Context: an optimization exercise on an open-source flow, tuned for small area. The choices shown serve that exercise and are no tape-out recipe. The RTL was checked by simulation tests, not by an equivalence proof against the original design. Power figures rest on the tool's default switching activity, not on a simulated workload.

==> design/flow/config.mk <==
export PLATFORM = sky130hd
export DESIGN_NAME = sinc_df
export DESIGN_NICKNAME = sinc_df
export VERILOG_FILES = /design/flow/design.v
export SDC_FILE = /design/flow/constraint.sdc
export NUM_CORES = 4
export LEC_CHECK = 0
export ABC_AREA = 1
export CAP_MARGIN = 0
export CORE_MARGIN = 2
export CORE_UTILIZATION = 70
export SLEW_MARGIN = 0
==> design/flow/constraint.sdc <==
create_clock -name core_clock -period 22.0 [get_ports {clk}]
set_input_delay 4.4000 -clock core_clock [delete_from_list [all_inputs] [get_ports {clk}]]
set_output_delay 4.4000 -clock core_clock [all_outputs]
set_load 0.01 [all_outputs]
==> design/flow/design.v <==
module sinc_df_add #(parameter W = 32) (
    input  wire [W-1:0] a,
    input  wire [W-1:0] b,
    input  wire         ci,
    output wire [W-1:0] s,
    output wire         co
);
    wire [W:0] c;
    assign c[0] = ci;
    genvar i;
    generate
        for (i = 0; i < W; i = i + 1) begin : g
            assign s[i]   = a[i] ^ b[i] ^ c[i];
            assign c[i+1] = (a[i] & b[i]) | (c[i] & (a[i] ^ b[i]));
        end
    endgenerate
    assign co = c[W];
endmodule
module sinc_df_inc #(parameter W = 32) (
    input  wire [W-1:0] a,
    input  wire         ci,
    output wire [W-1:0] s,
    output wire         co
);
    wire [W:0] c;
    assign c[0] = ci;
    genvar i;
    generate
        for (i = 0; i < W; i = i + 1) begin : g
            assign s[i]   = a[i] ^ c[i];
            assign c[i+1] = a[i] & c[i];
        end
    endgenerate
    assign co = c[W];
endmodule
module sinc_df (
    input  wire        clk,
    input  wire        rst,           
    input  wire [2:0]  cfg_ord,       
    input  wire [8:0]  cfg_osr,       
    input  wire [23:0] cfg_ofs,       
    input  wire [23:0] cfg_gain,      
    input  wire        restart,       
    input  wire        clk_loss,      
    input  wire        bit_valid,     
    input  wire        bit_in,
    output reg         out_stb,       
    output reg  [15:0] df_result,     
    output reg         df_valid,
    output reg  [6:0]  df_count,      
    output wire        settling,
    output reg         stuck,
    output reg  [15:0] loss_count     
);
    reg       run_bit;
    reg [5:0] run_len;                
    wire same_bit     = (bit_in == run_bit) && (stuck || run_len != 6'd0);
    wire stuck_detect = bit_valid && !stuck && same_bit && (run_len == 6'd63);
    wire stuck_end    = bit_valid && stuck && !same_bit;
    wire bit_take     = bit_valid && (stuck ? !same_bit : !stuck_detect);
    wire flush = restart || clk_loss || stuck_detect;
    wire [5:0] run_inc;
    sinc_df_inc #(6) u_run (.a(run_len), .ci(1'b1), .s(run_inc), .co());
    wire [1:0] nm1 = cfg_ord[2] ? 2'd3 : (cfg_ord[1:0] - 2'd1);    
    wire       n4  = (nm1 == 2'd3);
    wire       n3p = nm1[1];                                       
    wire       n2p = (nm1 != 2'd0);                                
    reg  [7:0] phase;
    wire [7:0] phase_inc;
    sinc_df_inc #(8) u_phase (.a(phase), .ci(1'b1), .s(phase_inc), .co());
    wire       window_end = bit_take && (phase == 8'hfe);
    reg  [1:0] out_n;                 
    reg        pend_ok;               
    reg [31:0] integ1, integ2, integ3, integ4;
    reg [31:0] z1, z2, z3;
    reg [2:0]  cs;                    
    wire s1 = ((cs == 3'd1) || (cs == 3'd6)) && n4;     
    wire s2 = ((cs == 3'd2) || (cs == 3'd5)) && n3p;    
    wire s3 = ((cs == 3'd3) || (cs == 3'd4)) && n2p;    
    reg  fl1;                         
    reg  xs;                          
    wire csub = cs[2];                         
    wire [31:0] a1, a2, a3, a4;
    wire [31:0] tk = {32{bit_take}};
    wire [31:0] i2in = n4  ? a1 : {31'd0, bit_in};
    wire [31:0] i3in = n3p ? a2 : {31'd0, bit_in};
    wire [31:0] i4in = n2p ? a3 : {31'd0, bit_in};
    wire [31:0] tk4 = {32{(bit_take && !fl1) || (xs && n2p)}};
    wire [31:0] b4 = ((i4in & tk4) | (z3 & {32{s1}}) | (z2 & {32{s2}}) | (z1 & {32{s3}})) ^ {32{csub}};
    sinc_df_inc #(32) u_i1 (.a(integ1), .ci(bit_take & bit_in), .s(a1), .co());
    sinc_df_add #(32) u_i2 (.a(integ2), .b(i2in & tk), .ci(1'b0), .s(a2), .co());
    sinc_df_add #(32) u_i3 (.a(integ3), .b(i3in & tk), .ci(1'b0), .s(a3), .co());
    sinc_df_add #(32) u_i4 (.a(integ4), .b(b4), .ci(csub | (xs && !n2p)), .s(a4), .co());
    wire [31:0] d = integ4;
    wire        pend = (cs == 3'd1);    
    reg [31:0] pc;                    
    reg [8:0]  pacc;
    reg [1:0]  pm;                    
    wire       p32 = cfg_osr[8] & n4;
    wire [8:0] psum;
    wire       psum_co;
    sinc_df_add #(9) u_pm (.a(pacc), .b(cfg_osr & {9{~pc[0]}}), .ci(1'b0), .s(psum), .co(psum_co));
    reg  [4:0] cnt;
    reg        busy;
    reg [31:0] r;
    reg        qb1, allones;
    wire [31:0] x = pend ? d : r;
    wire [32:0] trial;
    wire        ge;                   
    sinc_df_add #(33) u_div (.a({x, 1'b0}), .b({~p32, pc}), .ci(1'b1), .s(trial), .co(ge));
    reg [24:0] accl;
    reg [22:0] acck;
    reg        ta, tb, ts;
    reg        dg_neg, dg_nz, dg_two;  
    wire [27:0] cx   = {2'b00, ~cfg_ofs[23], cfg_ofs[22:0], 2'b00};
    wire        cbit = cx[cnt];
    wire        rnd  = (cnt == 5'd2) && ge && !(allones && qb1);
    wire        n_neg = !qb1 && cbit && !rnd;
    wire        n_two = qb1 && !cbit && rnd;
    wire        n_nz  = rnd ? (qb1 || !cbit) : (qb1 ^ cbit);
    wire [24:0] g2   = dg_two ? {cfg_gain, 1'b0} : {cfg_gain[23], cfg_gain};
    wire [24:0] gop  = (g2 & {25{dg_nz}}) ^ {25{dg_neg}};
    wire [24:0] lsum;
    wire        lco;
    sinc_df_add #(25) u_hl (.a({accl[23:0], dg_neg}), .b(gop), .ci(1'b0), .s(lsum), .co(lco));
    wire [23:0] ksum;                 
    sinc_df_add #(24) u_hk (.a({acck, ta}), .b({24{ts}}), .ci(tb), .s(ksum), .co());
    wire        res_ok  = (ksum[23] == ksum[22]) && (ksum[22] == ksum[21]);
    wire [15:0] res_sat = res_ok ? ksum[21:6] : (ksum[23] ? 16'h8000 : 16'h7fff);
    wire [15:0] loss_inc;
    wire        loss_co;
    sinc_df_inc #(16) u_loss (.a(loss_count), .ci(1'b1), .s(loss_inc), .co(loss_co));
    wire [6:0]  count_inc;
    sinc_df_inc #(7) u_count (.a(df_count), .ci(1'b1), .s(count_inc), .co());
    assign settling = !df_valid && !stuck;
    always @(posedge clk) begin
        integ1 <= a1;
        integ2 <= a2;
        integ3 <= a3;
        integ4 <= (rst || flush || cs == 3'd3) ? 32'd0 : a4;
        fl1 <= rst || flush;
        xs  <= fl1 && bit_take && (n2p || bit_in);
        if (cs == 3'd1 || fl1) z3 <= a4;
        if (cs == 3'd2 || fl1) z2 <= a4;
        if (cs == 3'd3 || fl1) z1 <= a4;
        if (rst || flush) begin
            cs <= 3'd0;
        end else begin
            if (window_end)
                cs <= 3'd1;
            else if (cs != 3'd0)
                cs <= (cs == 3'd6) ? 3'd0 : cs + 3'd1;
        end
    end
    always @(posedge clk) begin
        if (rst) begin
            run_bit    <= 1'b0;
            run_len    <= 6'd0;
            stuck      <= 1'b0;
            out_n      <= 2'd0;
            pend_ok    <= 1'b0;
            busy       <= 1'b0;
            out_stb    <= 1'b0;
            df_result  <= 16'd0;
            df_valid   <= 1'b0;
            df_count   <= 7'd0;
            loss_count <= 16'd0;
        end else begin
            out_stb <= 1'b0;
            if (bit_valid) begin
                run_bit <= bit_in;
                run_len <= same_bit ? run_inc : 6'd1;
            end
            if (stuck_detect)
                stuck <= 1'b1;
            else if (stuck_end)
                stuck <= 1'b0;
            if (flush) begin
                out_n    <= 2'd0;
                busy     <= 1'b0;
                df_valid <= 1'b0;
                if ((clk_loss || stuck_detect) && !loss_co)
                    loss_count <= loss_inc;
            end else begin
                if (window_end) begin
                    pend_ok <= (out_n >= nm1);
                    if (out_n != 2'd3)
                        out_n <= out_n + 2'd1;
                end
                if (busy && cnt == 5'd0) begin
                    busy      <= 1'b0;
                    df_result <= res_sat;
                    df_valid  <= 1'b1;
                    df_count  <= count_inc;
                    out_stb   <= 1'b1;
                end
                if (pend && pend_ok)
                    busy <= 1'b1;
            end
        end
    end
    always @(posedge clk) begin
        if (rst || flush || window_end)
            phase <= ~cfg_osr[7:0];
        else if (bit_take)
            phase <= phase_inc;
        r   <= ge ? trial[31:0] : {x[30:0], 1'b0};
        qb1 <= ge;
        if (pend) begin
            allones <= 1'b1;
            dg_neg  <= 1'b0;
            dg_nz   <= 1'b0;
            dg_two  <= 1'b0;
            accl    <= 25'd32;
            acck    <= 23'd0;
            ta      <= 1'b0;
            tb      <= 1'b0;
            ts      <= 1'b0;
        end else begin
            allones <= allones & qb1;
            dg_neg  <= n_neg;
            dg_nz   <= n_nz;
            dg_two  <= n_two;
            accl    <= lsum;
            acck    <= ksum[22:0];
            ta      <= accl[24];
            tb      <= lco;
            ts      <= gop[24];
        end
        if (rst || restart) begin
            pc   <= ~{23'd0, cfg_osr};
            pacc <= 9'd0;
            pm   <= nm1;
            cnt  <= 5'd31;
        end else if (pend && pend_ok) begin
            cnt  <= 5'd25;
        end else begin
            cnt  <= cnt - 5'd1;
            if (pm != 2'd0) begin
                pc   <= {~psum[0], pc[31:1]};
                pacc <= {psum_co, psum[8:1]};
                if (cnt == 5'd0)
                    pm <= pm - 2'd1;
            end
        end
    end
endmodule
==> design/flow/flow/run.sh <==
#!/bin/bash
# Standard layout, with two changes to how it is made:
#  - ports are buffered with sky130_fd_sc_hd__buf_1,
#  - CTS inserts no dummy loads.
export BUFFER_PORTS_ARGS="-buffer_cell sky130_fd_sc_hd__buf_1"
export CTS_ARGS="-sink_clustering_enable -repair_clock_nets -sink_clustering_size 16 -sink_clustering_max_diameter 50 -buf_list sky130_fd_sc_hd__clkbuf_8 -dont_use_dummy_load"
bash standard.sh > standard.log 2>&1
==> design/flow/standard.sh <==
#!/bin/bash
# synth_recipe.tcl (not shown) runs the flow's synth.tcl, then flattens the netlist and writes it again
# the make line also repeats each setting of config.mk as NAME=value (left out here)
make -C /OpenROAD-flow-scripts/flow DESIGN_CONFIG=/design/flow/config.mk WORK_HOME=/design/flow/orfs CLKGATE_MAP_FILE= SYNTH_SCRIPT=/design/flow/synth_recipe.tcl "${@:-finish}"
==> flow_metrics.py, run 1 <==
metrics = {
    "global_route": {
        "grt_max_degree": 91,
        "grtUsageTotal": 0.255,
        "grt_pass1_wl_um": 63600,
        "grt-ovfl-total": 0,
        "grt_pass1_vias": 13200,
        "antenna_found_initial": 0,
    },
    "finish": {
        "area_growth_pct": 5.81,
        "fillers": 2130,
        "fin_cells": 2523,
        "antennaDiodeCount": 0,
        "final_layout_size_suffix_gt1_frac": 0.0661,
        "fin_nets": 2453,
    },
    "sta": {
        "maxSlewViolCount": 0,
        "period_needed_ns": 20.74,
        "fmax_ghz": 0.0482,
        "finalHoldViolCount": 0,
        "tightest_slew_ns": 1.10,
        "finalSetupViolations": 0,
        "fin_skew_ns": 0.0394,
        "rsz0062_at_grt": "false",
        "fin_crit_sh": 0.943,
        "finalSetupTns_ns": 0,
        "slew_headroom": 0.260,
    },
    "floorplanning": {
        "start_util": 0.705,
        "die_w_um": 176,
        "fp-row-count": 63,
        "dieArea_um2": 31000,
        "die_height_um": 176,
        "pin_count": 109,
        "coreArea_um2": 29400,
    },
    "clock_tree": {
        "path_clk_slew_ns": 0.07,
        "holdBufCountCts": 0,
        "cts.sinks": 426,
        "h-tree-depth": 2,
        "clock_path_buffers": 3,
        "cts_tree": "yes",
        "cts_resized": 0,
        "clk_latency_ns": 0.56,
        "numCtsBuffers": 42,
        "cts_setup_buffers": 0,
        "cts-root-buf": "clkbuf_8",
    },
    "synth": {
        "synth-edff-count": 138,
        "syn_area_per_cell_um2": 10.1,
        "yosys_warnings": 1,
        "synth_top_area_frac": 0.278,
        "yosysSeqAreaShare": 0.478,
        "synth.largest_area_cell": "dfxtp_1",
        "synth_cell_type_count": 44,
        "synth_area_leaders": "dfxtp_1, edfxtp_1, fa_1",
        "synthArstFlopShare": 0,
        "ys.flop_type": "dfxtp_1",
        "ys_ff_latch": 426,
        "syn_inst": 2051,
        "syn_area_um2": 20700,
        "synth_most_common_cell": "nand2_1",
        "synth_commonest_cells": "nand2_1, dfxtp_1, inv_1",
        "syn-num-nets": 2369,
    },
    "worst_setup_path": {
        "cpMostUsedCell": "fa_1",
        "worst-path-max-fanout": 11,
        "critPathKind": "in -> reg",
        "crit_arrival_ns": 21.03,
        "r2r-start": "run_len[0]",
        "cpMaxStageDelayCell": "fa_1",
        "cp_slowest_stage_delay_ns": 0.50,
        "endpoint_kind": "flip-flop",
        "cp.required_ns": 22.29,
        "path_buf_inv": 8,
        "path_delay_family": "adder cells",
        "cp-start-kind": "primary input",
        "worstSetupStartpoint": "bit_valid",
    },
    "drt": {
        "vias": 13500,
        "wl_per_cell_um": 15.0,
        "dr.pass1.iters": 5,
        "wl_um": 37700,
        "postRouteAntennaNets": 0,
        "first_iter_violations": 725,
        "vias_per_cell": 5.33,
        "drc": 0,
    },
    "power": {
        "powerDensity_nw_per_um2": 105,
        "ir_drop_mv": 0.0597,
        "design_power_total_uw": 2300,
        "power.leakage_uw": 0.00964,
    },
    "job": {
        "max_cap_viol_count": 0,
    },
    "placement": {
        "port_buffers": 108,
        "placed_cells": 2481,
        "gp_congestion": 0.795,
        "hpwl_um": 26400,
    },
    "worst_hold_path": {
        "hp-class": "reg -> reg",
        "hp-start": "accl[24]",
    },
    "outcome": {
        "status": "no timing/DRC/antenna violations",
    },
}
-- flip-flops by register name (all words and copies together), names as in the netlist, 3 cells and up --
name and flops:
z2 32, acck 23, r 32, phase 8, df_result 16, integ2 32, z1 32, df_count 7
z3 32, run_len 6, accl 25, integ1 32, integ3 32, pacc 9, integ4 32, cnt 5
cs 3, pc 32, loss_count 16
-- final timing paths --
| path | to | cells past startpoint | slack (ns) |
|---|---|---|---|
| worst min-delay path | ta | 2 | 0.42 |
| worst min register to register | ta | 2 | 0.42 |
| worst max register to register | z2[31] | 59 | 4.86 |
| worst max-delay path | z2[31] | 56 | 1.26 |
-- cell type report --
cell class,instances,area (um2),area share
Multi-Input combinational cell,1292,9500,0.433
Clock buffer,42,578,0.0263
Sequential cell,426,9910,0.452
Tap cell,390,488,0.0222
Inverter,247,927,0.0423
Timing Repair Buffer,126,541,0.0246
-- tightest hold or removal path, cell delays in order, from the launching register on --
cell and delay [ns]:
dfxtp_1 0.31, nand2_1 0.04, inv_1 0.04
-- layout by cell type, fill, tap and decap left out, drive strengths merged --
cell / n
xnor2: 5
a32o: 3
o31ai: 2
inv: 247
nor2: 176
fa: 177
nor3: 9
nand4: 26
nand3: 49
a22o: 1
a211oi: 1
nor4: 2
a31oi: 2
or2: 48
dfxtp: 288
nand2: 425
a21oi: 61
xor2: 61
o21ai: 136
o21a: 24
and3: 1
ha: 75
mux2i: 3
buf: 126
a22oi: 1
o211ai: 3
a2111oi: 1
edfxtp: 138
clkbuf: 42
-- cells by family (layout without fill, tap and decap cells) --
kind of cell,Yosys count,count (layout),synth area share
AND/OR/NAND/NOR,736,736,0.149
flip-flops,426,426,0.478
buffers and inverters,333,415,0.0650
adder cells (fa/ha/maj),252,252,0.216
AO/OA/AOI/OAI,235,235,0.0624
XOR/XNOR,66,66,0.0279
multiplexers,3,3,0.00145
-- per-stage QoR --
step	hold WS, ns	instance area (um2)	util	setup WS, ns
after floorplan	0.390	20700	-	1.64
after detailed placement	0.402	21400	0.727	0.513
after global routing	0.459	21900	0.746	0.406
final	0.418	21900	0.746	1.26
after CTS	0.418	21900	0.746	1.13
after global placement	0.396	21400	0.727	0.945
-- routing by layer --
metal	vias up	wire length, um	GRT usage
li1	6600	-	-
met1	6534	17900	0.384
met2	274	17300	0.405
met3	46	1960	0.0345
met4	0	543	0.0517
met5	-	0	0
-- report_power, final --
part | switching [uW] | internal, uW | total (uW)
sequential | 57.4 | 1010 | 1060
clock | 242 | 170 | 413
combinational | 481 | 342 | 822
total | 780 | 1520 | 2300
==> inputs of run 2 (changes only) <==
--- a/design/flow/config.mk
+++ b/design/flow/config.mk
@@ -6,7 +6,7 @@
 export NUM_CORES = 4
 export LEC_CHECK = 0
 export ABC_AREA = 1
-export CAP_MARGIN = 0
+export CAP_MARGIN = 20
 export CORE_MARGIN = 2
 export CORE_UTILIZATION = 70
-export SLEW_MARGIN = 0
+export SLEW_MARGIN = 20
==> run 2 against run 1 <==
Effect of this change:
- hold slack barely moved
- count of clock-buffer cells in the layout unchanged
- critical path type unchanged
- combinational power about the same
- non-clock buffer count unchanged
- synthesized cell count is the same
- final cell count did not move
- design area is the same
- largest cell class unchanged
- core utilization unchanged
- register-to-register slack barely moved
- flip-flop and latch count unchanged
- maximum frequency barely moved
- still clean
==> flow_metrics.py, run 2 <==
metrics = {
    "floorplanning": {
        "coreArea_um2": 29400,
        "die_height_um": 176,
        "pin_count": 109,
        "fp-row-count": 63,
        "start_util": 0.705,
        "die_w_um": 176,
        "dieArea_um2": 31000,
    },
    "placement": {
        "gp_congestion": 0.795,
        "hpwl_um": 26400,
        "port_buffers": 108,
        "dp_slack_ns": 0.513,
    },
    "clock_tree": {
        "cts_tree": "yes",
        "cts_resized": 0,
        "path_clk_slew_ns": 0.07,
        "numCtsBuffers": 42,
        "cts_setup_buffers": 0,
        "cts-root-buf": "clkbuf_8",
        "holdBufCountCts": 0,
        "clk_latency_ns": 0.56,
        "clock_path_buffers": 3,
        "h-tree-depth": 2,
        "cts.sinks": 426,
    },
    "finish": {
        "final_layout_size_suffix_gt1_frac": 0.0661,
        "area_growth_pct": 5.81,
        "final_common_cell": "nand2_1",
        "fin_util": 0.746,
        "fin_nets": 2453,
        "antennaDiodeCount": 0,
        "layout_common_cells": "nand2_1, dfxtp_1, inv_1, fa_1, nor2_1",
        "fillers": 2130,
    },
    "global_route": {
        "met1_usage": 0.384,
        "met2_usage": 0.405,
        "grt_pass1_wl_um": 63600,
        "met3_usage": 0.0345,
        "grt_max_degree": 91,
        "grt_pass1_vias": 13200,
        "grt-ovfl-total": 0,
        "grtUsageTotal": 0.255,
        "busiest_layer": "met2",
        "antenna_found_initial": 0,
    },
    "drt": {
        "wl_per_cell_um": 15.0,
        "first_iter_violations": 726,
        "drc": 0,
        "vias_per_cell": 5.34,
        "dr.pass1.iters": 5,
        "vias": 13500,
        "postRouteAntennaNets": 0,
        "wl_um": 37700,
    },
    "synth": {
        "synth_top_family_by_area": "adder cells",
        "synth-xor-area-share": 0.0279,
        "synthAdderAreaFrac": 0.216,
        "synth_commonest_cells": "nand2_1, dfxtp_1, inv_1",
        "ys.flop_type": "dfxtp_1",
        "synth_compound_area_frac": 0.0624,
        "syn_area_um2": 20700,
        "synth-simple-area-share": 0.149,
        "yosysSeqAreaShare": 0.478,
        "synth_most_common_cell": "nand2_1",
        "yosys_warnings": 1,
        "syn-num-nets": 2369,
        "synth_area_leaders": "dfxtp_1, edfxtp_1, fa_1",
        "synth_cell_type_count": 44,
        "synthMuxAreaShare": 0.00145,
        "syn_inst": 2051,
        "synth.largest_area_cell": "dfxtp_1",
        "ys_ff_latch": 426,
        "synth_top_area_frac": 0.278,
        "syn_area_per_cell_um2": 10.1,
        "synthArstFlopShare": 0,
        "synth-edff-count": 138,
    },
    "sta": {
        "rsz0062_at_grt": "false",
        "finalSetupTns_ns": 0,
        "finalHoldViolCount": 0,
        "slew_headroom": 0.373,
        "fmax_ghz": 0.0482,
        "finalSetupViolations": 0,
        "maxSlewViolCount": 0,
        "fin_crit_sh": 0.943,
        "tightest_slew_ns": 0.939,
        "period_needed_ns": 20.74,
        "fin_skew_ns": 0.0394,
        "fin_ws_ns": 1.26,
    },
    "power": {
        "design_power_total_uw": 2300,
        "ir_drop_mv": 0.0603,
        "power.leakage_uw": 0.00964,
        "powerDensity_nw_per_um2": 105,
    },
    "worst_setup_path": {
        "cp-start-kind": "primary input",
        "r2r_cells": 59,
        "cpMaxStageDelayCell": "fa_1",
        "cpMostUsedCell": "fa_1",
        "cp_slowest_stage_delay_ns": 0.50,
        "r2r_setup_slack_ns": 4.86,
        "worst-path-max-fanout": 11,
        "cp.required_ns": 22.29,
        "crit_arrival_ns": 21.03,
        "rr_endpoint": "z2[31]",
        "r2r-start": "run_len[0]",
        "critPathKind": "in -> reg",
        "endpoint_kind": "flip-flop",
    },
    "worst_hold_path": {
        "holdPathStages": 2,
        "hp-start": "accl[24]",
        "hp-class": "reg -> reg",
        "min_to": "ta",
    },
    "job": {
        "max_cap_viol_count": 0,
    },
    "outcome": {
        "status": "no timing/DRC/antenna violations",
    },
}
## run 2: cell families after synthesis
| family | count (synthesis) |
|---|---|
| flip-flops | 426 |
| buffers and inverters | 333 |
| XOR/XNOR | 66 |
| AND/OR/NAND/NOR | 736 |
| adder cells (fa/ha/maj) | 252 |
| multiplexers | 3 |
| AO/OA/AOI/OAI | 235 |
## run 2: cell type report
class,count,area (um2),share of cell area
clock buffer,42,578,0.0263
tap,390,488,0.0222
sequential,426,9910,0.452
inverter,247,927,0.0423
timing repair buffer,126,541,0.0246
multi-input combinational,1292,9500,0.433
## run 2: worst max-delay path by stage
stage,slack [ns],endpoint,start
2_1_floorplan,1.64,z1[31],bit_valid
4_1_cts,1.13,z2[31],bit_valid
5_1_grt,0.41,z2[31],bit_valid
3_3_place_gp,0.94,z1[31],bit_valid
3_5_place_dp,0.51,z3[31],bit_valid
6_report,1.26,z2[31],bit_valid
## run 2: through the flow
stage	hold WS [ns]	instances	instance area, um2
after floorplan	0.390	2051	20700
after global placement	0.396	2481	21400
after detailed placement	0.402	2481	21400
after CTS	0.418	2523	21900
after global routing	0.459	2523	21900
final	0.418	2523	21900
## run 2: layer usage
metal	routed length, um	part of all wire
met1	17900	0.47
met3	1950	0.052
met4	543	0.014
met5	0	0
met2	17300	0.46
## run 2: critical path: cells and delay by family
kind | cells | cell delay (ns)
AOI/OAI and AO/OA | 2 | 0.15
xor gates and xnor gates | 3 | 0.52
adders and majority gates | 33 | 13.98
buffers and inverters | 8 | 0.87
and+or+nand+nor | 10 | 1.11
## run 2: report_power, final
group | switching, uW | leakage, uW | internal, uW | total, uW
registers | 57.5 | 0.00385 | 1010 | 1060
clock network | 242 | 0.000302 | 170 | 413
logic | 481 | 0.00548 | 341 | 823
total | 781 | 0.00964 | 1520 | 2300
==> inputs of run 3 (changes only) <==
--- a/design/flow/design.v
+++ b/design/flow/design.v
@@ -60,19 +60,19 @@
     wire bit_take     = bit_valid && (stuck ? !same_bit : !stuck_detect);
     wire flush = restart || clk_loss || stuck_detect;
     wire [5:0] run_inc;
-    sinc_df_inc #(6) u_run (.a(run_len), .ci(1'b1), .s(run_inc), .co());
+    sinc_df_inc #(6) u_run (.a(run_len), .ci(bit_valid && same_bit), .s(run_inc), .co());
     wire [1:0] nm1 = cfg_ord[2] ? 2'd3 : (cfg_ord[1:0] - 2'd1);    
     wire       n4  = (nm1 == 2'd3);
     wire       n3p = nm1[1];                                       
     wire       n2p = (nm1 != 2'd0);                                
     reg  [7:0] phase;
     wire [7:0] phase_inc;
-    sinc_df_inc #(8) u_phase (.a(phase), .ci(1'b1), .s(phase_inc), .co());
+    sinc_df_inc #(8) u_phase (.a(phase), .ci(bit_take), .s(phase_inc), .co());
     wire       window_end = bit_take && (phase == 8'hfe);
     reg  [1:0] out_n;                 
     reg        pend_ok;               
     reg [31:0] integ1, integ2, integ3, integ4;
-    reg [31:0] z1, z2, z3;
+    reg [31:0] z1, z2, z3;           
     reg [2:0]  cs;                    
     wire s1 = ((cs == 3'd1) || (cs == 3'd6)) && n4;     
     wire s2 = ((cs == 3'd2) || (cs == 3'd5)) && n3p;    
@@ -86,7 +86,7 @@
     wire [31:0] i3in = n3p ? a2 : {31'd0, bit_in};
     wire [31:0] i4in = n2p ? a3 : {31'd0, bit_in};
     wire [31:0] tk4 = {32{(bit_take && !fl1) || (xs && n2p)}};
-    wire [31:0] b4 = ((i4in & tk4) | (z3 & {32{s1}}) | (z2 & {32{s2}}) | (z1 & {32{s3}})) ^ {32{csub}};
+    wire [31:0] b4 = ((i4in & tk4) | (~z3 & {32{s1}}) | (~z2 & {32{s2}}) | (~z1 & {32{s3}})) ^ {32{csub}};
     sinc_df_inc #(32) u_i1 (.a(integ1), .ci(bit_take & bit_in), .s(a1), .co());
     sinc_df_add #(32) u_i2 (.a(integ2), .b(i2in & tk), .ci(1'b0), .s(a2), .co());
     sinc_df_add #(32) u_i3 (.a(integ3), .b(i3in & tk), .ci(1'b0), .s(a3), .co());
@@ -127,11 +127,12 @@
     sinc_df_add #(24) u_hk (.a({acck, ta}), .b({24{ts}}), .ci(tb), .s(ksum), .co());
     wire        res_ok  = (ksum[23] == ksum[22]) && (ksum[22] == ksum[21]);
     wire [15:0] res_sat = res_ok ? ksum[21:6] : (ksum[23] ? 16'h8000 : 16'h7fff);
+    wire        out_now  = busy && (cnt == 5'd0) && !flush;
+    wire        loss_now = (clk_loss || stuck_detect) && !(&loss_count);
     wire [15:0] loss_inc;
-    wire        loss_co;
-    sinc_df_inc #(16) u_loss (.a(loss_count), .ci(1'b1), .s(loss_inc), .co(loss_co));
+    sinc_df_inc #(16) u_loss (.a(loss_count), .ci(loss_now), .s(loss_inc), .co());
     wire [6:0]  count_inc;
-    sinc_df_inc #(7) u_count (.a(df_count), .ci(1'b1), .s(count_inc), .co());
+    sinc_df_inc #(7) u_count (.a(df_count), .ci(out_now), .s(count_inc), .co());
     assign settling = !df_valid && !stuck;
     always @(posedge clk) begin
         integ1 <= a1;
@@ -140,9 +141,9 @@
         integ4 <= (rst || flush || cs == 3'd3) ? 32'd0 : a4;
         fl1 <= rst || flush;
         xs  <= fl1 && bit_take && (n2p || bit_in);
-        if (cs == 3'd1 || fl1) z3 <= a4;
-        if (cs == 3'd2 || fl1) z2 <= a4;
-        if (cs == 3'd3 || fl1) z1 <= a4;
+        if (cs == 3'd1 || fl1) z3 <= ~a4;
+        if (cs == 3'd2 || fl1) z2 <= ~a4;
+        if (cs == 3'd3 || fl1) z1 <= ~a4;
         if (rst || flush) begin
             cs <= 3'd0;
         end else begin
@@ -167,10 +168,11 @@
             loss_count <= 16'd0;
         end else begin
             out_stb <= 1'b0;
-            if (bit_valid) begin
+            if (bit_valid)
                 run_bit <= bit_in;
-                run_len <= same_bit ? run_inc : 6'd1;
-            end
+            run_len <= (bit_valid && !same_bit) ? 6'd1 : run_inc;
+            loss_count <= loss_inc;
+            df_count   <= count_inc;
             if (stuck_detect)
                 stuck <= 1'b1;
             else if (stuck_end)
@@ -179,8 +181,6 @@
                 out_n    <= 2'd0;
                 busy     <= 1'b0;
                 df_valid <= 1'b0;
-                if ((clk_loss || stuck_detect) && !loss_co)
-                    loss_count <= loss_inc;
             end else begin
                 if (window_end) begin
                     pend_ok <= (out_n >= nm1);
@@ -191,7 +191,6 @@
                     busy      <= 1'b0;
                     df_result <= res_sat;
                     df_valid  <= 1'b1;
-                    df_count  <= count_inc;
                     out_stb   <= 1'b1;
                 end
                 if (pend && pend_ok)
@@ -202,7 +201,7 @@
     always @(posedge clk) begin
         if (rst || flush || window_end)
             phase <= ~cfg_osr[7:0];
-        else if (bit_take)
+        else
             phase <= phase_inc;
         r   <= ge ? trial[31:0] : {x[30:0], 1'b0};
         qb1 <= ge;
==> run 3 against run 2 <==
Effect of this change:
- sequential power barely moved
- via count fell by 3.0%
- largest power group unchanged
- power rose by 0.95%
- global-route usage rose by 0.49 points
- non-clock buffer count fell by 2
==> flow_metrics.py, run 3 <==
metrics = {
    "synth": {
        "syn_inst": 1973,
        "syn_area_per_cell_um2": 10.5,
        "yosysSeqAreaShare": 0.476,
        "syn_area_um2": 20600,
        "synth_commonest_cells": "nand2_1, dfxtp_1, inv_1",
        "syn-num-nets": 2292,
        "synth_area_leaders": "dfxtp_1, edfxtp_1, fa_1",
        "synth_most_common_cell": "nand2_1",
        "synthArstFlopShare": 0,
        "synth-edff-count": 130,
        "synth_cell_type_count": 45,
        "synth_top_area_frac": 0.287,
        "ys_ff_latch": 426,
        "synth.largest_area_cell": "dfxtp_1",
        "yosys_warnings": 1,
        "ys.flop_type": "dfxtp_1",
    },
    "finish": {
        "fin_nets": 2379,
        "area_growth_pct": 5.81,
        "fin_cells": 2442,
        "final_layout_size_suffix_gt1_frac": 0.0982,
        "antennaDiodeCount": 0,
        "fillers": 2091,
        "final_area_um2": 21800,
        "final_common_cell": "dfxtp_1",
        "layout_common_cells": "dfxtp_1, nand2_1, inv_1, nor2_1, fa_1",
    },
    "floorplanning": {
        "dieArea_um2": 30900,
        "coreArea_um2": 28900,
        "die_height_um": 176,
        "start_util": 0.715,
        "fp-row-count": 62,
        "die_w_um": 176,
        "pin_count": 109,
    },
    "worst_hold_path": {
        "hp-class": "reg -> reg",
        "hp-start": "accl[24]",
    },
    "drt": {
        "wl_met3_um": 1570,
        "wl_met2_um": 18200,
        "dr.pass1.iters": 5,
        "wl_met1_um": 17600,
        "vias_per_cell": 5.35,
        "first_iter_violations": 823,
        "wl_per_cell_um": 15.6,
        "highest_layer": "met4",
        "vias": 13100,
        "wl_um": 38000,
        "drc": 0,
        "postRouteAntennaNets": 0,
    },
    "power": {
        "ir_drop_mv": 0.0708,
        "power.leakage_uw": 0.00959,
        "powerDensity_nw_per_um2": 106,
    },
    "clock_tree": {
        "clk_latency_ns": 0.58,
        "h-tree-depth": 2,
        "cts-root-buf": "clkbuf_8",
        "cts_setup_buffers": 0,
        "cts.sinks": 426,
        "holdBufCountCts": 0,
        "numCtsBuffers": 39,
        "clock_path_buffers": 3,
        "cts_tree": "yes",
        "cts_resized": 0,
        "path_clk_slew_ns": 0.10,
    },
    "placement": {
        "port_buffers": 108,
        "placed_cells": 2403,
        "placed_area_um2": 21300,
        "gp_congestion": 0.841,
        "hpwl_um": 26800,
    },
    "worst_setup_path": {
        "endpoint_kind": "flip-flop",
        "cp_slowest_stage_delay_ns": 0.50,
        "cp-start-kind": "primary input",
        "r2r-start": "stuck",
        "worst-path-max-fanout": 9,
        "cpMaxStageDelayCell": "fa_1",
        "cp.required_ns": 22.32,
        "cpMostUsedCell": "fa_1",
        "critPathKind": "in -> reg",
        "crit_arrival_ns": 20.86,
        "worstSetupStartpoint": "bit_in",
    },
    "sta": {
        "fin_crit_sh": 0.934,
        "fin_skew_ns": 0.0686,
        "period_needed_ns": 20.55,
        "finalSetupViolations": 0,
        "fmax_ghz": 0.0487,
        "finalHoldViolCount": 0,
        "maxSlewViolCount": 0,
        "finalSetupTns_ns": 0,
        "rsz0062_at_grt": "false",
        "slew_headroom": 0.346,
        "tightest_slew_ns": 0.982,
    },
    "job": {
        "max_cap_viol_count": 0,
    },
    "global_route": {
        "grtUsageTotal": 0.260,
        "grt_max_degree": 65,
        "antenna_found_initial": 0,
        "grt-ovfl-total": 0,
        "grt_pass1_vias": 13500,
        "grt_pass1_wl_um": 64800,
    },
    "outcome": {
        "status": "no timing/DRC/antenna violations",
    },
}
## run 3: kinds of logic (layout without fill, tap and decap cells)
| family | count (synthesis) | after routing | share of synthesized area |
|---|---|---|---|
| AND/OR/NAND/NOR | 665 | 665 | 0.137 |
| adder cells (fa/ha/maj) | 253 | 253 | 0.218 |
| flip-flops | 426 | 426 | 0.476 |
| multiplexers | 4 | 4 | 0.00194 |
| AO/OA/AOI/OAI | 231 | 231 | 0.0752 |
| buffers and inverters | 325 | 410 | 0.0626 |
| XOR/XNOR | 69 | 69 | 0.0293 |
## run 3: area by class of cell
type | instances | area [um2] | share of cell area
Clock buffer | 39 | 537 | 0.0246
Inverter | 247 | 927 | 0.0425
Multi-Input combinational cell | 1222 | 9540 | 0.437
Sequential cell | 426 | 9830 | 0.450
Tap cell | 384 | 480 | 0.0220
Timing Repair Buffer | 124 | 526 | 0.0241
## run 3: path summary, 6_finish.rpt
kind	slack, ns	depth (start not counted)	to
worst max-delay path	1.45	56	z1[31]
worst min-delay path	0.42	2	ta
worst max register to register	5.00	57	z1[31]
worst min register to register	0.42	2	ta
## run 3: report_power, final
part / internal (uW) / switching (uW)
Clock: 159 / 240
Sequential: 1000 / 62.9
Combinational: 357 / 497
## run 3: layer usage
layer | global-route usage | up-vias
met5 | 0 | -
met4 | 0.0551 | 0
met3 | 0.0301 | 53
met2 | 0.440 | 229
met1 | 0.369 | 6406
li1 | - | 6375
## run 3: metrics by stage
stage	util	hold WS [ns]	power, uW	worst slack, ns
after floorplan	-	0.390	1730	1.73
after global placement	0.738	0.400	1890	0.953
after global routing	0.757	0.445	2530	0.708
after CTS	0.757	0.419	2340	1.33
final	0.757	0.418	2320	1.45
after detailed placement	0.738	0.404	1940	0.752
## run 3: critical path, delay by kind of cell
family,cells,cell delay [ns]
xor gates and xnor gates,4,0.67
adders and majority gates,33,13.94
AOI/OAI and AO/OA,3,0.31
buffers and inverters,7,0.61
and+or+nand+nor,9,0.93
==> inputs of run 4 (changes only) <==
--- a/design/flow/design.v
+++ b/design/flow/design.v
@@ -122,7 +122,7 @@
     wire [24:0] gop  = (g2 & {25{dg_nz}}) ^ {25{dg_neg}};
     wire [24:0] lsum;
     wire        lco;
-    sinc_df_add #(25) u_hl (.a({accl[23:0], dg_neg}), .b(gop), .ci(1'b0), .s(lsum), .co(lco));
+    sinc_df_add #(25) u_hl (.a({~accl[23:0], dg_neg}), .b(gop), .ci(1'b0), .s(lsum), .co(lco));
     wire [23:0] ksum;                 
     sinc_df_add #(24) u_hk (.a({acck, ta}), .b({24{ts}}), .ci(tb), .s(ksum), .co());
     wire        res_ok  = (ksum[23] == ksum[22]) && (ksum[22] == ksum[21]);
@@ -210,7 +210,7 @@
             dg_neg  <= 1'b0;
             dg_nz   <= 1'b0;
             dg_two  <= 1'b0;
-            accl    <= 25'd32;
+            accl    <= ~25'd32;
             acck    <= 23'd0;
             ta      <= 1'b0;
             tb      <= 1'b0;
@@ -220,9 +220,9 @@
             dg_neg  <= n_neg;
             dg_nz   <= n_nz;
             dg_two  <= n_two;
-            accl    <= lsum;
+            accl    <= ~lsum;
             acck    <= ksum[22:0];
-            ta      <= accl[24];
+            ta      <= ~accl[24];
             tb      <= lco;
             ts      <= gop[24];
         end
==> design/flow/flow/run.sh (replaced) <==
#!/bin/bash
# Standard layout, with three changes to how it is made:
#  - after the standard synthesis, its combinational logic is re-mapped for
#    area by ABC (registers, adder cells and tie cells untouched),
#  - ports are buffered with sky130_fd_sc_hd__buf_1,
#  - CTS inserts no dummy loads.
set -euo pipefail
export BUFFER_PORTS_ARGS="-buffer_cell sky130_fd_sc_hd__buf_1"
export CTS_ARGS="-sink_clustering_enable -repair_clock_nets -sink_clustering_size 16 -sink_clustering_max_diameter 50 -buf_list sky130_fd_sc_hd__clkbuf_8 -dont_use_dummy_load"
bash standard.sh synth > standard_synth.log 2>&1
R=$PWD/orfs/results/$FLOW_PLATFORM/sinc_df/base
LIB=$FLOW_HOME/platforms/sky130hd/lib/sky130_fd_sc_hd__tt_025C_1v80.lib
cp $R/1_2_yosys.v standard_synth_netlist.v
sed -e "s#@LIB@#$LIB#g" -e "s#@IN@#$PWD/standard_synth_netlist.v#" -e "s#@OUT@#$PWD/reopt_netlist.v#" -e "s#@FLOW@#$PWD/flow#" flow/reopt.ys.in > reopt.ys
yosys -s reopt.ys > reopt.log 2>&1
cp reopt_netlist.v $R/1_2_yosys.v
bash standard.sh > standard.log 2>&1
==> design/flow/flow/abc_reopt.script (new file) <==
strash
dch -f
map -a
mfs2
strash
dch -f
map -a
mfs2
strash
dch -f
map -a
topo
==> design/flow/flow/reopt.ys.in (new file) <==
# Re-map the combinational logic of the standard synthesis for area.
# Registers, full and half adders and tie cells are kept as they are.
read_liberty -ignore_miss_func @LIB@
read_verilog @IN@
hierarchy -top sinc_df
setattr -mod -set keep_hierarchy 1 sky130_fd_sc_hd__dfxtp_1 sky130_fd_sc_hd__edfxtp_1 sky130_fd_sc_hd__fa_1 sky130_fd_sc_hd__ha_1 sky130_fd_sc_hd__conb_1
flatten
opt_clean
abc -script @FLOW@/abc_reopt.script -liberty @LIB@ -dont_use sky130_fd_sc_hd__lpflow_bleeder_1 -dont_use sky130_fd_sc_hd__lpflow_clkbufkapwr_1 -dont_use sky130_fd_sc_hd__lpflow_clkbufkapwr_16 -dont_use sky130_fd_sc_hd__lpflow_clkbufkapwr_2 -dont_use sky130_fd_sc_hd__lpflow_clkbufkapwr_4 -dont_use sky130_fd_sc_hd__lpflow_clkbufkapwr_8 -dont_use sky130_fd_sc_hd__lpflow_clkinvkapwr_1 -dont_use sky130_fd_sc_hd__lpflow_clkinvkapwr_16 -dont_use sky130_fd_sc_hd__lpflow_clkinvkapwr_2 -dont_use sky130_fd_sc_hd__lpflow_clkinvkapwr_4 -dont_use sky130_fd_sc_hd__lpflow_clkinvkapwr_8 -dont_use sky130_fd_sc_hd__lpflow_decapkapwr_12 -dont_use sky130_fd_sc_hd__lpflow_decapkapwr_3 -dont_use sky130_fd_sc_hd__lpflow_decapkapwr_4 -dont_use sky130_fd_sc_hd__lpflow_decapkapwr_6 -dont_use sky130_fd_sc_hd__lpflow_decapkapwr_8 -dont_use sky130_fd_sc_hd__lpflow_inputiso0n_1 -dont_use sky130_fd_sc_hd__lpflow_inputiso0p_1 -dont_use sky130_fd_sc_hd__lpflow_inputiso1n_1 -dont_use sky130_fd_sc_hd__lpflow_inputiso1p_1 -dont_use sky130_fd_sc_hd__lpflow_inputisolatch_1 -dont_use sky130_fd_sc_hd__lpflow_isobufsrc_1 -dont_use sky130_fd_sc_hd__lpflow_isobufsrc_16 -dont_use sky130_fd_sc_hd__lpflow_isobufsrc_2 -dont_use sky130_fd_sc_hd__lpflow_isobufsrc_4 -dont_use sky130_fd_sc_hd__lpflow_isobufsrc_8 -dont_use sky130_fd_sc_hd__lpflow_isobufsrckapwr_16 -dont_use sky130_fd_sc_hd__lpflow_lsbuf_lh_hl_isowell_tap_1 -dont_use sky130_fd_sc_hd__lpflow_lsbuf_lh_hl_isowell_tap_2 -dont_use sky130_fd_sc_hd__lpflow_lsbuf_lh_hl_isowell_tap_4 -dont_use sky130_fd_sc_hd__lpflow_lsbuf_lh_isowell_4 -dont_use sky130_fd_sc_hd__lpflow_lsbuf_lh_isowell_tap_1 -dont_use sky130_fd_sc_hd__lpflow_lsbuf_lh_isowell_tap_2 -dont_use sky130_fd_sc_hd__lpflow_lsbuf_lh_isowell_tap_4 -dont_use sky130_fd_sc_hd__probe_p_8 -dont_use sky130_fd_sc_hd__probec_p_8 
opt_clean -purge
hilomap -singleton -hicell sky130_fd_sc_hd__conb_1 HI -locell sky130_fd_sc_hd__conb_1 LO
insbuf -buf sky130_fd_sc_hd__buf_4 A X
splitnets
opt_clean -purge
select sinc_df
write_verilog -noattr -nohex -nodec -selected @OUT@
==> run 4 against run 3 <==
Effect of this change:
- core utilization up 0.20 points
- clock power up 1%
- register-to-register slack worse by 0.61 ns
- routed wire length down 4.5%
==> flow_metrics.py, run 4 <==
metrics = {
    "power": {
        "ir_drop_mv": 0.0609,
        "pwr-share-comb": 0.348,
        "p_sw_uw": 754,
        "internal_power_uw": 1510,
        "clkPwrFrac": 0.178,
        "powerDensity_nw_per_um2": 108,
        "pwr-share-seq": 0.474,
        "power.leakage_uw": 0.00823,
        "design_power_total_uw": 2260,
        "switching_share": 0.333,
    },
    "finish": {
        "final_layout_size_suffix_gt1_frac": 0.0577,
        "fin_nets": 2244,
        "layout_common_cells": "dfxtp_1, nor2_1, clkinv_1, nand2_1, fa_1",
        "fin_cells": 2301,
        "final_common_cell": "dfxtp_1",
        "area_growth_pct": 6.91,
        "fin_util": 0.759,
        "antennaDiodeCount": 0,
    },
    "floorplanning": {
        "die_height_um": 172,
        "dieArea_um2": 29500,
        "die_w_um": 172,
        "pin_count": 109,
        "fp-row-count": 61,
        "coreArea_um2": 27700,
        "start_util": 0.710,
    },
    "clock_tree": {
        "cts_setup_buffers": 0,
        "cts-root-buf": "clkbuf_8",
        "cts_tree": "yes",
        "cts_resized": 0,
        "h-tree-depth": 2,
        "clk_latency_ns": 0.58,
        "clock_path_buffers": 3,
        "holdBufCountCts": 0,
        "path_clk_slew_ns": 0.10,
        "numCtsBuffers": 40,
        "cts.sinks": 426,
    },
    "worst_setup_path": {
        "cpMaxStageDelayCell": "fa_1",
        "cp-start-kind": "primary input",
        "critPathKind": "in -> reg",
        "worst-path-max-fanout": 4,
        "r2r-start": "run_len[5]",
        "worstSetupStartpoint": "bit_in",
        "cpMostUsedCell": "fa_1",
        "r2r_setup_slack_ns": 4.39,
        "cp_slowest_stage_delay_ns": 0.55,
        "crit_arrival_ns": 21.30,
        "cp.required_ns": 22.38,
        "endpoint_kind": "flip-flop",
    },
    "global_route": {
        "grtUsageTotal": 0.263,
        "antenna_found_initial": 0,
        "grt-ovfl-total": 0,
        "grt_pass1_vias": 12500,
        "grt_pass1_wl_um": 60800,
        "grt_max_degree": 88,
    },
    "sta": {
        "fin_crit_sh": 0.951,
        "fmax_ghz": 0.0478,
        "maxSlewViolCount": 0,
        "finalSetupViolations": 0,
        "finalSetupTns_ns": 0,
        "period_needed_ns": 20.92,
        "slew_headroom": 0.375,
        "fin_skew_ns": 0.0572,
        "rsz0062_at_grt": "false",
        "fin_ws_ns": 1.08,
        "finalHoldViolCount": 0,
        "tightest_slew_ns": 0.935,
    },
    "drt": {
        "vias": 12400,
        "drc": 0,
        "first_iter_violations": 847,
        "wl_per_cell_um": 15.8,
        "vias_per_cell": 5.39,
        "dr.pass1.iters": 7,
        "postRouteAntennaNets": 0,
        "wl_um": 36300,
    },
    "placement": {
        "dp_slack_ns": 0.347,
        "port_buffers": 108,
        "hpwl_um": 25200,
        "placed_cells": 2261,
        "gp_congestion": 0.805,
    },
    "job": {
        "max_cap_viol_count": 0,
    },
    "outcome": {
        "status": "no timing/DRC/antenna violations",
    },
    "worst_hold_path": {
        "hp-start": "accl[24]",
        "hp-class": "reg -> reg",
    },
    "synth": {
        "syn_inst": 1790,
        "yosys_warnings": 1,
        "syn-num-nets": 2109,
        "syn_area_um2": 19700,
        "syn_area_per_cell_um2": 11.0,
    },
}
run 4: changes by cell type in the layout (fill, tap and decap cells not counted), sizes merged, moves of 33 or more:
cell / before / now
clkinv: 2 / 223
inv: 245 / 0
nand2: 301 / 194
nor2: 242 / 275
o21ai: 101 / 65
o22ai: 8 / 43
or2: 95 / 44
run 4: layer usage:
layer	GRT usage	routed length, um	share of wire	vias up
met5	0	0	0	-
met4	0.0763	881	0.024	0
met3	0.0327	1490	0.041	54
met2	0.466	18300	0.50	245
met1	0.342	15600	0.43	6032
li1	-	-	-	6066
run 4: worst max-delay path, delay by kind of cell:
| kind | cells | cell delay, ns |
|---|---|---|
| buffers and inverters | 6 | 0.66 |
| adder cells (fa/ha/maj) | 33 | 13.94 |
| XOR/XNOR | 5 | 1.00 |
| AO/OA/AOI/OAI | 4 | 0.60 |
| AND/OR/NAND/NOR | 5 | 0.68 |
run 4: worst paths after layout:
kind / endpoint / cells after the start
max: z2[31] / 53
min reg2reg: ta / 1
min: ta / 1
max reg2reg: z2[31] / 53
run 4: metrics by stage:
step | hold WS [ns] | cell area [um2]
2_1_floorplan | 0.368 | 19700
3_3_place_gp | 0.382 | 20500
3_5_place_dp | 0.397 | 20500
4_1_cts | 0.395 | 21000
5_1_grt | 0.406 | 21000
6_report | 0.394 | 21000
run 4: power groups by stage:
| stage | logic (uW) | registers, uW | clock network (uW) |
|---|---|---|---|
| 5_1_grt | 919 | 1090 | 445 |
| 2_1_floorplan | 591 | 1080 | 0 |
| 4_1_cts | 801 | 1070 | 414 |
| 3_5_place_dp | 792 | 1090 | 0 |
| 6_report | 786 | 1070 | 403 |
| 3_3_place_gp | 763 | 1090 | 0 |
run 4: area by class of cell:
cell class              instances  area (um2)
fillers                      2012        6680
flip-flops and latches        426        9830
inverters                     223         837
well taps                     378         473
multi-input cells            1108        8790
repair buffers                126         541
clock buffers                  40         551
==> inputs of run 5 (changes only) <==
--- a/design/flow/flow/run.sh
+++ b/design/flow/flow/run.sh
@@ -1,7 +1,7 @@
 #!/bin/bash
 # Standard layout, with three changes to how it is made:
 #  - after the standard synthesis, its combinational logic is re-mapped for
-#    area by ABC (registers, adder cells and tie cells untouched),
+#    area by ABC (registers, full adder cells and tie cells untouched),
 #  - ports are buffered with sky130_fd_sc_hd__buf_1,
 #  - CTS inserts no dummy loads.
 set -euo pipefail
==> design/flow/flow/abc_reopt.script (replaced) <==
strash
&get -n
&deepsyn -T 60
&put
dch -f
map -a
mfs2
strash
dch -f
map -a
topo
==> design/flow/flow/reopt.ys.in (replaced) <==
# Re-map the combinational logic of the standard synthesis for area.
# Registers, full adders and tie cells are kept as they are.
read_liberty -ignore_miss_func @LIB@
read_verilog @IN@
hierarchy -top sinc_df
setattr -mod -set keep_hierarchy 1 sky130_fd_sc_hd__dfxtp_1 sky130_fd_sc_hd__edfxtp_1 sky130_fd_sc_hd__fa_1 sky130_fd_sc_hd__conb_1
flatten
opt_clean
abc -script @FLOW@/abc_reopt.script -liberty @LIB@ -dont_use sky130_fd_sc_hd__lpflow_bleeder_1 -dont_use sky130_fd_sc_hd__lpflow_clkbufkapwr_1 -dont_use sky130_fd_sc_hd__lpflow_clkbufkapwr_16 -dont_use sky130_fd_sc_hd__lpflow_clkbufkapwr_2 -dont_use sky130_fd_sc_hd__lpflow_clkbufkapwr_4 -dont_use sky130_fd_sc_hd__lpflow_clkbufkapwr_8 -dont_use sky130_fd_sc_hd__lpflow_clkinvkapwr_1 -dont_use sky130_fd_sc_hd__lpflow_clkinvkapwr_16 -dont_use sky130_fd_sc_hd__lpflow_clkinvkapwr_2 -dont_use sky130_fd_sc_hd__lpflow_clkinvkapwr_4 -dont_use sky130_fd_sc_hd__lpflow_clkinvkapwr_8 -dont_use sky130_fd_sc_hd__lpflow_decapkapwr_12 -dont_use sky130_fd_sc_hd__lpflow_decapkapwr_3 -dont_use sky130_fd_sc_hd__lpflow_decapkapwr_4 -dont_use sky130_fd_sc_hd__lpflow_decapkapwr_6 -dont_use sky130_fd_sc_hd__lpflow_decapkapwr_8 -dont_use sky130_fd_sc_hd__lpflow_inputiso0n_1 -dont_use sky130_fd_sc_hd__lpflow_inputiso0p_1 -dont_use sky130_fd_sc_hd__lpflow_inputiso1n_1 -dont_use sky130_fd_sc_hd__lpflow_inputiso1p_1 -dont_use sky130_fd_sc_hd__lpflow_inputisolatch_1 -dont_use sky130_fd_sc_hd__lpflow_isobufsrc_1 -dont_use sky130_fd_sc_hd__lpflow_isobufsrc_16 -dont_use sky130_fd_sc_hd__lpflow_isobufsrc_2 -dont_use sky130_fd_sc_hd__lpflow_isobufsrc_4 -dont_use sky130_fd_sc_hd__lpflow_isobufsrc_8 -dont_use sky130_fd_sc_hd__lpflow_isobufsrckapwr_16 -dont_use sky130_fd_sc_hd__lpflow_lsbuf_lh_hl_isowell_tap_1 -dont_use sky130_fd_sc_hd__lpflow_lsbuf_lh_hl_isowell_tap_2 -dont_use sky130_fd_sc_hd__lpflow_lsbuf_lh_hl_isowell_tap_4 -dont_use sky130_fd_sc_hd__lpflow_lsbuf_lh_isowell_4 -dont_use sky130_fd_sc_hd__lpflow_lsbuf_lh_isowell_tap_1 -dont_use sky130_fd_sc_hd__lpflow_lsbuf_lh_isowell_tap_2 -dont_use sky130_fd_sc_hd__lpflow_lsbuf_lh_isowell_tap_4 -dont_use sky130_fd_sc_hd__probe_p_8 -dont_use sky130_fd_sc_hd__probec_p_8 
opt_clean -purge
hilomap -singleton -hicell sky130_fd_sc_hd__conb_1 HI -locell sky130_fd_sc_hd__conb_1 LO
insbuf -buf sky130_fd_sc_hd__buf_4 A X
splitnets
opt_clean -purge
select sinc_df
write_verilog -noattr -nohex -nodec -selected @OUT@
==> run 5 against run 4 <==
Effect of this change:
- critical endpoint unchanged
- core utilization rose by 0.42 points
- count of clock-buffer cells in the layout shrank 2
- largest cell class unchanged
- hold slack got worse by 0.048 ns
- maximum frequency decreased by 0.29%
- die area fell by 1.3%
- synthesized area down 1.4%
- sequential power is essentially flat
- sequential share of layout area grew 0.78 points
- synthesized cell count rose by 3.0%
==> flow_metrics.py, run 5 <==
metrics = {
    "floorplanning": {
        "pin_count": 109,
        "die_w_um": 170,
        "die_height_um": 170,
        "start_util": 0.716,
        "dieArea_um2": 29100,
        "coreArea_um2": 27100,
        "fp-row-count": 60,
    },
    "clock_tree": {
        "clock_path_buffers": 3,
        "cts-root-buf": "clkbuf_8",
        "cts.sinks": 426,
        "numCtsBuffers": 38,
        "cts_setup_buffers": 0,
        "clk_latency_ns": 0.55,
        "holdBufCountCts": 0,
        "h-tree-depth": 2,
        "cts_resized": 0,
        "path_clk_slew_ns": 0.09,
        "cts_tree": "yes",
    },
    "sta": {
        "maxSlewViolCount": 0,
        "slew_headroom": 0.350,
        "fin_crit_sh": 0.954,
        "fmax_ghz": 0.0477,
        "finalSetupViolations": 0,
        "fin_skew_ns": 0.0532,
        "whs_ns": 0.346,
        "fin_ws_ns": 1.02,
        "tightest_slew_ns": 0.972,
        "period_needed_ns": 20.98,
        "finalHoldViolCount": 0,
    },
    "global_route": {
        "grt_pass1_wl_um": 62400,
        "grt_max_degree": 84,
        "antenna_found_initial": 0,
        "grt-ovfl-total": 0,
        "grt_pass1_vias": 12900,
        "grtUsageTotal": 0.271,
    },
    "worst_setup_path": {
        "cpMostUsedCell": "fa_1",
        "crit_arrival_ns": 21.38,
        "cpMaxStageDelayCell": "fa_1",
        "cp.required_ns": 22.40,
        "endpoint_kind": "flip-flop",
        "cp_slowest_stage_delay_ns": 0.51,
        "critPathKind": "in -> reg",
        "r2r_setup_slack_ns": 4.62,
        "cp-start-kind": "primary input",
        "worst-path-max-fanout": 5,
    },
    "placement": {
        "dp_slack_ns": 0.196,
        "hpwl_um": 26000,
        "port_buffers": 108,
        "gp_congestion": 0.830,
    },
    "drt": {
        "vias_per_cell": 5.42,
        "drc": 0,
        "vias": 12700,
        "first_iter_violations": 780,
        "postRouteAntennaNets": 0,
        "wl_per_cell_um": 15.8,
        "wl_um": 37000,
        "dr.pass1.iters": 7,
    },
    "synth": {
        "syn_area_um2": 19400,
        "syn_area_per_cell_um2": 10.5,
        "yosys_warnings": 1,
        "syn-num-nets": 2086,
        "syn_inst": 1843,
    },
    "finish": {
        "final_layout_size_suffix_gt1_frac": 0.0584,
        "fin_nets": 2215,
        "antennaDiodeCount": 0,
        "layout_common_cells": "dfxtp_1, nor2_1, clkinv_1, nand2_1, fa_1",
        "area_growth_pct": 6.62,
        "final_common_cell": "dfxtp_1",
        "fin_util": 0.763,
        "fillers": 1887,
    },
    "power": {
        "powerDensity_nw_per_um2": 97.9,
        "power.leakage_uw": 0.00760,
        "ir_drop_mv": 0.0783,
        "design_power_total_uw": 2020,
    },
    "outcome": {
        "status": "no timing/DRC/antenna violations",
    },
    "job": {
        "max_cap_viol_count": 0,
    },
    "worst_hold_path": {
        "hp-class": "reg -> reg",
    },
}
[run 5: power by group]
group / internal, uW / switching, uW
clock network: 155 / 239
registers: 977 / 65.2
logic: 261 / 327
total: 1390 / 632
[run 5: metrics by stage]
stage,std cells,instance area (um2),setup TNS [ns]
2_1_floorplan,1843,19400,0
3_3_place_gp,2304,20100,0
3_5_place_dp,2304,20100,0
4_1_cts,2342,20700,0
5_1_grt,2342,20700,-0.00992
6_report,2342,20700,0
[run 5: worst max-delay path: cells and delay by family]
family          cells  cell delay [ns]
fa+ha+maj          32            13.96
compound gates      1             0.29
xor+xnor            4             0.80
buf+inv            10             0.80
simple gates       13             1.12
[run 5: layout make-up]
cell class	instances	area [um2]	area share
Sequential cell	426	9830	0.475
Inverter	250	938	0.0454
Tap cell	372	465	0.0225
Multi-Input combinational cell	1128	8370	0.405
Timing Repair Buffer	128	556	0.0269
Clock buffer	38	523	0.0253
[run 5: layer usage]
metal	track usage	share of wire	wire length [um]
met1	0.374	0.44	16200
met2	0.461	0.50	18500
met3	0.0333	0.040	1480
met4	0.0728	0.024	872
met5	0	0	0
[run 5: worst paths after layout]
check / start / to / depth (start not counted)
max: bit_valid / z2[31] / 60
min: accl[24] / ta / 1
max reg2reg: run_len[0] / z2[31] / 59
min reg2reg: accl[24] / ta / 1
==> inputs of run 6 (changes only) <==
--- a/design/flow/design.v
+++ b/design/flow/design.v
@@ -72,7 +72,7 @@
     reg  [1:0] out_n;                 
     reg        pend_ok;               
     reg [31:0] integ1, integ2, integ3, integ4;
-    reg [31:0] z1, z2, z3;           
+    reg [31:0] z1, z2, z3;            
     reg [2:0]  cs;                    
     wire s1 = ((cs == 3'd1) || (cs == 3'd6)) && n4;     
     wire s2 = ((cs == 3'd2) || (cs == 3'd5)) && n3p;    
@@ -94,12 +94,11 @@
     wire [31:0] d = integ4;
     wire        pend = (cs == 3'd1);    
     reg [31:0] pc;                    
-    reg [8:0]  pacc;
+    reg [7:0]  pacc;                  
     reg [1:0]  pm;                    
     wire       p32 = cfg_osr[8] & n4;
-    wire [8:0] psum;
-    wire       psum_co;
-    sinc_df_add #(9) u_pm (.a(pacc), .b(cfg_osr & {9{~pc[0]}}), .ci(1'b0), .s(psum), .co(psum_co));
+    wire [8:0] psum;                  
+    sinc_df_add #(9) u_pm (.a({1'b0, pacc}), .b(cfg_osr & {9{~pc[0]}}), .ci(1'b0), .s(psum), .co());
     reg  [4:0] cnt;
     reg        busy;
     reg [31:0] r;
@@ -108,7 +107,7 @@
     wire [32:0] trial;
     wire        ge;                   
     sinc_df_add #(33) u_div (.a({x, 1'b0}), .b({~p32, pc}), .ci(1'b1), .s(trial), .co(ge));
-    reg [24:0] accl;
+    reg [24:0] accl;                  
     reg [22:0] acck;
     reg        ta, tb, ts;
     reg        dg_neg, dg_nz, dg_two;  
@@ -228,7 +227,7 @@
         end
         if (rst || restart) begin
             pc   <= ~{23'd0, cfg_osr};
-            pacc <= 9'd0;
+            pacc <= 8'd0;
             pm   <= nm1;
             cnt  <= 5'd31;
         end else if (pend && pend_ok) begin
@@ -237,7 +236,7 @@
             cnt  <= cnt - 5'd1;
             if (pm != 2'd0) begin
                 pc   <= {~psum[0], pc[31:1]};
-                pacc <= {psum_co, psum[8:1]};
+                pacc <= psum[8:1];
                 if (cnt == 5'd0)
                     pm <= pm - 2'd1;
             end
==> run 6 against run 5 <==
Effect of this change:
- still clean on timing, DRC and antenna
- design area fell by 0.91%
- routed wire length down 1.1%
- maximum frequency grew 0.32%
- global-route usage down 0.33 points
- setup slack improved by 0.066 ns
- flip-flop and latch count is 1 lower
- synthesized area shrank 0.83%
- count of clock-buffer cells in the layout increased by 1
- largest cell class unchanged
- largest power group unchanged
==> flow_metrics.py, run 6 <==
metrics = {
    "global_route": {
        "grt-ovfl-total": 0,
        "antenna_found_initial": 0,
        "grt_pass1_wl_um": 61700,
        "grt_pass1_vias": 12900,
        "grtUsageTotal": 0.268,
        "grt_max_degree": 87,
    },
    "sta": {
        "fin_skew_ns": 0.0442,
        "finalSetupViolations": 0,
        "finalSetupTns_ns": 0,
        "fin_crit_sh": 0.951,
        "rsz0062_at_grt": "false",
        "finalHoldViolCount": 0,
        "slew_headroom": 0.389,
        "whs_ns": 0.378,
        "maxSlewViolCount": 0,
        "tightest_slew_ns": 0.913,
        "fin_ws_ns": 1.08,
        "fmax_ghz": 0.0478,
        "period_needed_ns": 20.92,
    },
    "clock_tree": {
        "cts-root-buf": "clkbuf_8",
        "path_clk_slew_ns": 0.10,
        "cts.sinks": 425,
        "clk_latency_ns": 0.56,
        "numCtsBuffers": 39,
        "cts_setup_buffers": 0,
        "clock_path_buffers": 3,
        "cts_tree": "yes",
        "h-tree-depth": 2,
    },
    "power": {
        "switching_share": 0.321,
        "powerDensity_nw_per_um2": 104,
        "pwr-share-seq": 0.492,
        "clkPwrFrac": 0.188,
        "pwr-share-comb": 0.319,
        "ir_drop_mv": 0.0873,
        "p_sw_uw": 681,
        "internal_power_uw": 1440,
        "power.leakage_uw": 0.00776,
    },
    "drt": {
        "drc": 0,
        "vias_per_cell": 5.48,
        "wl_per_cell_um": 16.0,
        "dr.pass1.iters": 5,
        "wl_um": 36600,
        "postRouteAntennaNets": 0,
        "vias": 12600,
        "first_iter_violations": 773,
    },
    "worst_setup_path": {
        "cp.required_ns": 22.36,
        "endpoint_kind": "flip-flop",
        "cpMostUsedCell": "fa_1",
        "crit_arrival_ns": 21.28,
        "cp_slowest_stage_delay_ns": 0.54,
        "critPathKind": "in -> reg",
        "worst-path-max-fanout": 7,
        "cpMaxStageDelayCell": "fa_1",
        "cp-start-kind": "primary input",
    },
    "synth": {
        "syn_area_per_cell_um2": 10.5,
        "syn-num-nets": 2067,
        "yosys_warnings": 1,
        "syn_area_um2": 19200,
        "syn_inst": 1825,
    },
    "job": {
        "max_cap_viol_count": 0,
    },
    "placement": {
        "port_buffers": 108,
        "dp_slack_ns": 0.319,
        "gp_congestion": 0.856,
        "hpwl_um": 25400,
    },
    "finish": {
        "fin_util": 0.760,
        "fin_nets": 2198,
        "antennaDiodeCount": 0,
        "final_common_cell": "dfxtp_1",
        "layout_common_cells": "dfxtp_1, nor2_1, clkinv_1, nand2_1, fa_1",
        "fillers": 1924,
        "final_layout_size_suffix_gt1_frac": 0.0594,
        "area_growth_pct": 6.54,
    },
    "floorplanning": {
        "fp-row-count": 60,
        "die_height_um": 170,
        "dieArea_um2": 28800,
        "coreArea_um2": 27000,
        "start_util": 0.714,
        "pin_count": 109,
        "die_w_um": 170,
    },
    "worst_hold_path": {
        "hp-class": "reg -> reg",
    },
    "outcome": {
        "status": "no timing/DRC/antenna violations",
    },
}
==> run 6: path summary, 6_finish.rpt <==
path / depth (start not counted) / endpoint / start / slack, ns
hold / removal: 1 / ta / accl[24] / 0.38
setup / recovery: 60 / z1[31] / bit_valid / 1.08
setup reg to reg: 59 / z1[31] / run_len[1] / 4.76
hold reg to reg: 1 / ta / accl[24] / 0.38
==> run 6: timing repair <==
action / CTS / global route
endpoints found under the hold margin: 0 / 0
endpoints found under the setup margin: 0 / 4
resized for setup: 0 / 4
hold buffers: 0 / 0
==> run 6: final cells by class <==
cell class / count / area (um2) / area share
Tap cell: 341 / 427 / 0.0208
Clock buffer: 39 / 537 / 0.0262
Multi-Input combinational cell: 1125 / 8270 / 0.403
Timing Repair Buffer: 129 / 564 / 0.0275
Sequential cell: 425 / 9810 / 0.479
Inverter: 236 / 886 / 0.0432
==> run 6: per-stage QoR <==
stage / instances / power, uW / instance area (um2)
global route: 2295 / 2280 / 20500
floorplan: 1825 / 1570 / 19200
detailed placement: 2256 / 1750 / 19900
global placement: 2256 / 1700 / 19900
CTS: 2295 / 2150 / 20500
finish: 2295 / 2120 / 20500
==> run 6: worst max-delay path: cells and delay by family <==
| family | cells | cell delay, ns |
|---|---|---|
| xor+xnor | 3 | 0.67 |
| compound gates | 2 | 0.27 |
| simple gates | 13 | 1.19 |
| buf+inv | 10 | 0.85 |
| fa+ha+maj | 32 | 13.86 |
==> run 6: power by group through the flow <==
stage	clock network [uW]	registers, uW	logic (uW)
floorplan	0	1060	507
global placement	0	1060	643
detailed placement	0	1060	683
CTS	408	1050	691
global route	433	1060	788
finish	400	1040	678
==> run 6: per-layer routing <==
layer	track usage	wire length (um)	share of wire	up-vias
li1	-	-	-	6145
met1	0.358	15800	0.43	6131
met2	0.474	18500	0.51	234
met3	0.0322	1470	0.040	57
met4	0.0624	765	0.021	0
met5	0	0	0	-

re-timing with driven ports:
No port has a modelled driver above. Below, the same layouts with a new extraction and two added sets of constraints.
Step 1: set_driving_cell puts a clkbuf_16 on clk and a buf_2 on each other input, an assumption about the parent block.
Step 2 adds t to the input delays and takes it off the output delays; t is the mean of the earliest and latest rising clock arrival at the registers after step 1. Input paths then give back, and output paths get back, about the clock's delay inside the block.
Slacks: no drivers / after step 1 / after step 2; pairs: no drivers / after step 1.
run	shift t [ns]	setup slack, ns	cell pins on the clock port's net
run 1	0.593	1.260 / 1.280 / 0.687	1
run 2	0.594	1.260 / 1.280 / 0.686	1
run 3	0.596	1.451 / 1.463 / 0.867	1
run 4	0.596	1.080 / 1.059 / 0.464	1
run 5	0.582	1.019 / 1.044 / 0.462	1
run 6	0.586	1.084 / 1.110 / 0.524	1
After both steps every run listed still meets setup and hold. For run 4, which loses most, drivers alone change the setup slack by -0.021 ns; drivers and shift together by -0.616 ns.
